Background: an optimization exercise with open tools, aiming at small area and a short achievable clock period. Do not read the settings as production practice.
Function was checked by simulation only, so behaviour that the tests miss may differ from the original.

==> flow/design.v (excerpt) <==
module thm_corr (
    input  wire        clk,
    input  wire        rst,         
    input  wire        in_valid,
    input  wire [15:0] in_raw,      
    input  wire [15:0] in_ffc,      
    input  wire        in_ffc_bad,
    input  wire [15:0] in_off_a,    
    input  wire [15:0] in_gain_a,
    input  wire [15:0] in_drift_a,
    input  wire        in_bad_a,
    input  wire [15:0] in_off_b,    
    input  wire [15:0] in_gain_b,
    input  wire [15:0] in_drift_b,
    input  wire        in_bad_b,
    input  wire [15:0] in_t_array,  
    input  wire [15:0] in_t_cal_a,
    input  wire [15:0] in_t_cal_b,
    input  wire [15:0] in_ped_a,
    input  wire [15:0] in_ped_b,
    input  wire [3:0]  in_fade_k,   
    output reg         out_valid,
    output reg  [15:0] out_z,       
    output reg  [15:0] out_z_a,     
    output reg  [15:0] out_z_b,     
    output reg         out_bad_a,   
    output reg         out_bad_b    
);
    reg        s1_valid;
  ...
clock: 35.0 ns
lec_check: 0
cap_margin: 20
core_margin: 2
core_utilization: 65
place_density: 0.75
slew_margin: 20
standard.sh (not shown) runs the stock make flow with config.mk's settings and CLKGATE_MAP_FILE= SYNTH_SCRIPT=/design/flow/synth_recipe.tcl, a recipe that flattens the netlist after the stock synthesis.
==> flow/flow/run.sh <==
#!/bin/bash
# The standard layout (standard.sh) with two changes:
#  - Yosys's quick ABC pass inside "synth" is turned off (synth -noabc), so
#    that extract_fa sees the full-adder trees of the RTL as written;
#  - the port buffers are sky130_fd_sc_hd__buf_1 (every port still gets one).
# make's full output goes to standard.log; each ORFS step logs under orfs/logs.
set -euo pipefail
export SYNTH_ARGS="-noabc"
export BUFFER_PORTS_ARGS="-buffer_cell sky130_fd_sc_hd__buf_1"
bash standard.sh > standard.log 2>&1
The first run passed the timing, DRC and antenna checks.
==> next run, changes <==
CORE_UTILIZATION = 40   (was 65)
PLACE_DENSITY = not set   (was 0.75)
=> Synthesized area does not change; cell area rises by 1.7%; wire length rises by 5.6%; worst setup slack gets better by 0.083 ns; sequential share of layout area falls by 0.30 points; via count falls by 2.2%; flip-flop and latch count does not change; non-clock buffer count falls by 4; core utilization falls by 26 points.
==> next run, changes <==
SYNTH_HIERARCHICAL = 1   (was not set)
SYNTH_MINIMUM_KEEP_SIZE = 0   (was not set)
=>
- The new run finished clean
- register-to-register slack is better by 0.18 ns
- worst setup slack gains 0.39 ns
- utilization goes down by 0.21 points
- area after synthesis grows by a few percent
- count of clock-buffer cells in the layout came out higher by 4
==> next run, changes <==
CTS_BUF_LIST = sky130_fd_sc_hd__clkbuf_8   (was not set)
CTS_CLUSTER_DIAMETER = 50   (was not set)
CTS_CLUSTER_SIZE = 20   (was not set)
SYNTH_HIERARCHICAL = not set   (was 1)
SYNTH_MINIMUM_KEEP_SIZE = not set   (was 0)
Outcome: Worst hold slack gets better by 0.020 ns; cell count falls by 2.3%; synthesized cell count falls by 3.0%; global-route usage rises by 0.18 points; synthesized area falls by 2.8%.

========
Another version of the RTL of thm_corr (not shown whole).
Size in the first run: ~4,400 cells after synthesis, roughly 270 I/O pins, roughly 45,000 sq um of cells after synthesis.
export LEC_CHECK = 0
export CAP_MARGIN = 20
export CORE_MARGIN = 2
export CORE_UTILIZATION = 40
export CTS_BUF_LIST = sky130_fd_sc_hd__clkbuf_16
export CTS_CLUSTER_DIAMETER = 80
export CTS_CLUSTER_SIZE = 30
export SLEW_MARGIN = 20
export SYNTH_HIERARCHICAL = 1
export SYNTH_MINIMUM_KEEP_SIZE = 0
create_clock -name core_clock -period 35.0 [get_ports {clk}]
Scripts as last shown in full above: flow/flow/run.sh
Rerun with:
Settings changed: CTS_BUF_LIST sky130_fd_sc_hd__clkbuf_16 to sky130_fd_sc_hd__clkbuf_8, CTS_CLUSTER_DIAMETER 80 to 50, CTS_CLUSTER_SIZE 30 to 20, GPL_TIMING_DRIVEN set to 0.
First-iteration DRC count shrinks by about 3%.
Sequential cell count stays the same.
Worst hold slack is better by 0.010 ns.
Setup slack is worse by 0.12 ns.
Clock skew is higher by 0.052 ns.
Rerun with:
Settings changed: GPL_TIMING_DRIVEN 0 to not set.
After rerunning: The new run completed with no timing, DRC or antenna violations. Fmax rises by about 0.44%. Die area does not change. Via count falls by 0.97%. Flip-flop and latch count does not change. Design area falls by 1.2%. Global-route usage falls by 0.46 points. Synthesized area is unchanged. Setup slack gets better by 0.036 ns.

========
Another version of the RTL of thm_corr (not shown whole).
For scale: ~4500 cells after synthesis, roughly 420 flip-flops, roughly 45000 sq um of cells after synthesis.
// thm_corr
module thm_corr (
    input  wire        clk,
    input  wire        rst,         
    input  wire        in_valid,
    input  wire [15:0] in_raw,      
    input  wire [15:0] in_ffc,      
    input  wire        in_ffc_bad,
    input  wire [15:0] in_off_a,    
    input  wire [15:0] in_gain_a,
    input  wire [15:0] in_drift_a,
    input  wire        in_bad_a,
    input  wire [15:0] in_off_b,    
    input  wire [15:0] in_gain_b,
    input  wire [15:0] in_drift_b,
    input  wire        in_bad_b,
    input  wire [15:0] in_t_array,  
    input  wire [15:0] in_t_cal_a,
    input  wire [15:0] in_t_cal_b,
    input  wire [15:0] in_ped_a,
    input  wire [15:0] in_ped_b,
    input  wire [3:0]  in_fade_k,   
    output reg         out_valid,
    output reg  [15:0] out_z,       
    output reg  [15:0] out_z_a,     
    output reg  [15:0] out_z_b,     
    output reg         out_bad_a,   
    output reg         out_bad_b    
);
Settings: LEC_CHECK=0, CAP_MARGIN=20, CORE_MARGIN=2, CORE_UTILIZATION=40, CTS_BUF_LIST=sky130_fd_sc_hd__clkbuf_8, CTS_CLUSTER_DIAMETER=50, CTS_CLUSTER_SIZE=20, SLEW_MARGIN=20; clock period 35.0 ns.
Scripts as last shown in full above: flow/flow/run.sh
The first run ran to the end with no violations.
Then changed:
- SYNTH_HIERARCHICAL: default -> 1
- SYNTH_MINIMUM_KEEP_SIZE: default -> 0
Die area rose by 0.62%.
Worst setup slack is worse by 5.9 ps.
First-iteration DRC count rose by 10%.

========
Setup of the baseline:
thm_corr, a different RTL version from the one above (not shown whole).
Size: roughly 4500 cells after synthesis, ~270 I/O pins, ~46000 sq um of cells after synthesis.
export LEC_CHECK = 0
export CAP_MARGIN = 20
export CORE_MARGIN = 2
export CORE_UTILIZATION = 40
export SLEW_MARGIN = 20
create_clock -name core_clock -period 35.0 [get_ports {clk}]
Scripts as last shown in full above: flow/flow/run.sh
Edits applied to the flow inputs when going from the baseline to the candidate:
==> flow/flow/run.sh <==
#!/bin/bash
# The standard layout, with Yosys's quick ABC pass inside "synth" turned
# off (synth -noabc), so that extract_fa sees the full-adder trees of the RTL
# as written. Everything else is standard.sh unchanged.
set -euo pipefail
export SYNTH_ARGS="-noabc"
bash standard.sh > standard.log 2>&1
Notes after the runs:
Compared with the baseline, in the candidate number of standard cells in the final layout excluding fillers now sits at about the same level; worst setup margin moved down; post-detailed-routing wire length rose about 0.6%; max-capacitance violation count roughly the same.

==> port drivers added, routing unchanged <==
The results above use ideal ports. As a check the final layouts listed here were re-extracted and re-timed, cells and wires unchanged. Step 1: set_driving_cell puts a clkbuf_16 on clk and a buf_2 on each other input, an assumption about the parent block. Step 2 times the ports against the registers' clock, not the clock port: input delays grow and output delays shrink by t, the midpoint of the rising clock arrivals with the driver on. a / b / c = no drivers / after step 1 / after step 2; a / b = the first two.
run	t, ns	slack for setup (ns)	hold WS [ns]	worst register clock-pin slew, ns	worst slew at a driven data input, ns
the first run of note 1	0.667	26.434 / 26.476 / 25.809	0.294 / 0.294 / 0.294	0.07 / 0.07	0.08
the second run of note 1	0.708	26.517 / 26.565 / 25.858	0.299 / 0.299 / 0.299	0.07 / 0.07	0.20
the third run of note 1	0.689	26.909 / 26.840 / 26.284	0.310 / 0.310 / 0.310	0.07 / 0.07	0.07
the fourth run of note 1	0.800	26.589 / 26.637 / 25.836	0.330 / 0.330 / 0.330	0.11 / 0.11	0.19
the first run of note 2	0.699	26.878 / 26.809 / 26.457	0.318 / 0.318 / 0.318	0.11 / 0.11	0.11
the second run of note 2	0.781	26.757 / 26.690 / 26.484	0.329 / 0.329 / 0.329	0.11 / 0.11	0.13
the third run of note 2	0.792	26.793 / 26.724 / 26.461	0.315 / 0.315 / 0.315	0.11 / 0.11	0.13
the first run of note 3	0.797	26.766 / 26.704 / 26.247	0.333 / 0.333 / 0.333	0.11 / 0.11	0.21
the second run of note 3	0.783	26.760 / 26.692 / 26.504	0.328 / 0.328 / 0.328	0.11 / 0.11	0.11
the baseline	0.696	26.807 / 26.807 / 26.807	0.324 / 0.324 / 0.324	0.07 / 0.07	0.18
the candidate	0.689	26.484 / 26.412 / 26.671	0.322 / 0.322 / 0.322	0.07 / 0.07	0.15
After both steps setup and hold are still met in every run listed. The setup slack of the fourth run of note 1, which loses most, moves by +0.048 ns with the drivers and by -0.753 ns with both steps.
